Source: an optimization exercise on an open RTL-to-GDS flow (aim: small area and few clock cycles per item). Production flows keep margins and buffers that such runs may drop. Function was checked by simulation only, so behaviour that the tests miss may differ from the original. No activity file was given, so power comes from the tool's default toggle rates.

==> run a: inputs <==
==> flow/design.v (excerpt) <==
module je_core (
    input  wire        clk,
    input  wire        rst,         
    input  wire        in_valid,
    output wire        in_ready,
    input  wire [39:0] in_instr,    
    input  wire [9:0]  in_smp,      
    output reg         res_valid,
    output reg  [29:0] res_val,
    output wire [4:0]  res_flags    
);
Settings: LEC_CHECK=0, CAP_MARGIN=20, CORE_MARGIN=2, CORE_UTILIZATION=60, CTS_BUF_LIST=sky130_fd_sc_hd__clkbuf_8, SLEW_MARGIN=20; clock period 20.0 ns.
run.sh (not shown) runs the stock make flow with config.mk's settings and CLKGATE_MAP_FILE= SYNTH_SCRIPT=/design/flow/synth_recipe.tcl, a recipe that flattens the netlist after the stock synthesis.
==> run b (differences from run a) <==
CORE_UTILIZATION = 40   (was 60)
CTS_BUF_LIST = not set   (was sky130_fd_sc_hd__clkbuf_8)
==> notes <==
- Against run a, the non-clock buffer count of run b is higher by 33.
- Of run b and run a, run a has the higher core utilization (gap 21 points).
- In run b the clock skew is lower than in run a, by 0.011 ns.
- In synthesized area, run b and run a do not differ.
- Against run b, the first-iteration DRC count of run a is larger by about 12%.
- Synthesized cell count is the same in run a and run b.
- Register-to-register slack: run a is worse than run b (0.20 ns).
- Of run b and run a, run b has the higher worst setup slack (gap 0.023 ns).
==> figures <==
quantity	run b	run a
GR Layer Usage met1	0.378	0.529
Non-Clock Buffer Area Fraction	0.0767	0.0721
Psw	1.51 mW	1.46 mW
Comb. pwr	1.01 mW	0.988 mW
NumNets Final	4975	4993
Placed instance count	6346	5723
Inserted Clock Buffers	103	154
Met1 Routed Length	76700 um	67200 um
Total wire length after detailed routing	198000 um	190000 um
Comb power frac	0.191	0.200
Buffers plus inverters on the worst setup path	11	12
Clock H-tree levels	3	4
Via count	40357	40871
Wire length per cell	30.2 um	31.6 um
Placed Instance Area	58800 sq um	57700 sq um
Status	complete, no violations	complete, no violations
Vertical extent of the die	368 um	302 um
Pint	3.79 mW	3.48 mW
Testbench counts of run a, summed over its fixed seeds: cycles 24,284, items 24,000.
Testbench counts of run b, summed over its fixed seeds: cycles 24,284, items 24,000.

========
==> branch lagoon <==
je_core, a different RTL version from the one above (not shown whole).
clock: 20.0 ns
lec_check: 0
abc_area: 1
cap_margin: 20
core_margin: 2
core_utilization: 70
cts_buf_list: sky130_fd_sc_hd__clkbuf_8
slew_margin: 20
==> branch garnet: changes against branch lagoon <==
--- a/flow/design.v
+++ b/flow/design.v
@@ -17,16 +17,17 @@
                OP_MUL  = 6'h14, OP_MAC  = 6'h15, OP_ACLR = 6'h16, OP_ASHR = 6'h17,
                OP_AST  = 6'h18;
     localparam K_V = 4'h0, K_W = 4'h1, K_A = 4'h2, K_SMP = 4'h3;
     reg [159:0] v_q;      
     reg [119:0] a_q;      
     reg [639:0] w_q;      
     reg         fz_q, fn_q, fc_q, fv_q, fsat_q;
     reg         ph_q;     
+    reg  [9:0]  wt_q;     
     wire [9:0] s0 = in_instr[9:0];
     wire [9:0] s1 = in_instr[19:10];
     wire [9:0] s2 = in_instr[29:20];
     wire [9:0] s3 = in_instr[39:30];
     wire [5:0] op = rst ? OP_NOP : s0[9:4];
     wire       imm = s0[3];
     wire [2:0] m = s0[2:0];
     wire is_ldw  = (op == OP_LDW);
@@ -94,17 +95,17 @@
     wire       q_w   = (kq == K_W) && !imm;
     wire [5:0] wra   = is_ldw ? waddr :
                        (q_w && !(need2 && !ph_q)) ? qs[5:0] : s2[5:0];
     wire [9:0] w_rd  = w_q[wra*10 +: 10];
     reg [9:0] opa, qv;
     always @(*) begin
         case (k2)
             K_V:     opa = v_p;
-            K_W:     opa = ph_q ? res_val[9:0] : w_rd;    
+            K_W:     opa = ph_q ? wt_q : w_rd;
             K_A:     opa = lane(a_p, s2[1:0]);
             K_SMP:   opa = in_smp;
             default: opa = 10'd0;
         endcase
         case (kq)
             K_V:     qv = v_qq;
             K_W:     qv = w_rd;
             K_A:     qv = lane(a_qq, qs[1:0]);
@@ -719,14 +720,15 @@
             fv_q   <= fv_n;
             fsat_q <= fsat_n;
         end
     end
     assign res_flags = {fsat_q, fv_q, fc_q, fn_q, fz_q};
     always @(posedge clk) begin
         if (rst) ph_q <= 1'b0;
         else     ph_q <= in_valid && need2 && !ph_q;
+        wt_q <= w_rd;
     end
     always @(posedge clk) begin
         res_valid <= !rst && go;
-        res_val   <= {acc_r[29:10], (need2 && !ph_q) ? w_rd : (acc_r[9:0] | (word_r & {10{op != OP_CMP}}))};
+        res_val   <= {acc_r[29:10], acc_r[9:0] | (word_r & {10{op != OP_CMP}})};
     end
 endmodule
Settings changed: CORE_UTILIZATION 70 to 60.
==> results by group <==
Setup path
  – Crit. Startpoint: in_instr[20]
  – R2R depth: 61

Yosys
  – Share of the synthesized area in the top cell type: 52.9%

Cells and area
  – ClkCell Share: 4.97%
  – Area delta synth->final: 10.6%

Drt
  – Detailed-route wire length: 178 mm
  – WL met2: 76.2 mm

Pwr
  – Seq group: 0.00255 W
  – Clk. pwr: 0.00160 W

Timing
  – Worst clock skew: 0.0577 ns
  – Peak Freq: 0.0516 GHz

Clock network
  – Worst-Skew Late Latency: 0.85 ns

Outcome
  – Status: finished clean
That was branch lagoon.
==> results by group <==
Pwr
  – Clk. pwr: 0.00159 W
  – Seq group: 0.00254 W

Die
  – Tapcell Cnt: 1155

Cells and area
  – ClkCell Share: 4.92%
  – Area delta synth->final: 10.7%

Drt
  – Detailed-route wire length: 178 mm
  – WL met2: 76.4 mm

Setup path
  – Crit. Startpoint: in_instr[29]
  – R2r endpoint: fz_q
  – R2R depth: 60

Clock network
  – Worst-Skew Late Latency: 0.88 ns

Yosys
  – Share of the synthesized area in the top cell type: 52.7%

Outcome
  – Status: finished clean
That was branch garnet.
Testbench counts of branch lagoon, summed over its fixed seeds: cycles 24,284, items 24,000.
Testbench counts of branch garnet, summed over its fixed seeds: cycles 24,284, items 24,000.

[re-timing with driven ports]
No port has a modelled driver above. Below, the same layouts with a new extraction and two added sets of constraints.
Step 1: set_driving_cell puts a clkbuf_16 on clk and a buf_2 on each other input, an assumption about the parent block.
Step 2, shift: input delay + t, output delay - t, t = (earliest + latest rising clock arrival at the registers) / 2. This alone moves slack from input paths to output paths.
Three values: ideal, step 1, step 2; two values: the first two.
run | t (ns) | slack for setup (ns) | worst register clock-pin slew, ns
run a | 0.899 | 0.627 / 0.669 / -0.230 | 0.08 / 0.08
run b | 0.777 | 0.650 / 0.599 / -0.178 | 0.07 / 0.07
branch lagoon | 0.896 | 0.623 / 0.674 / -0.222 | 0.07 / 0.07
branch garnet | 0.919 | 0.769 / 0.810 / -0.109 | 0.07 / 0.07
With both steps, setup timing fails in every run listed, where it was met with ideal ports. The setup slack of branch garnet, which loses most, moves by +0.041 ns with the drivers and by -0.878 ns with both steps.
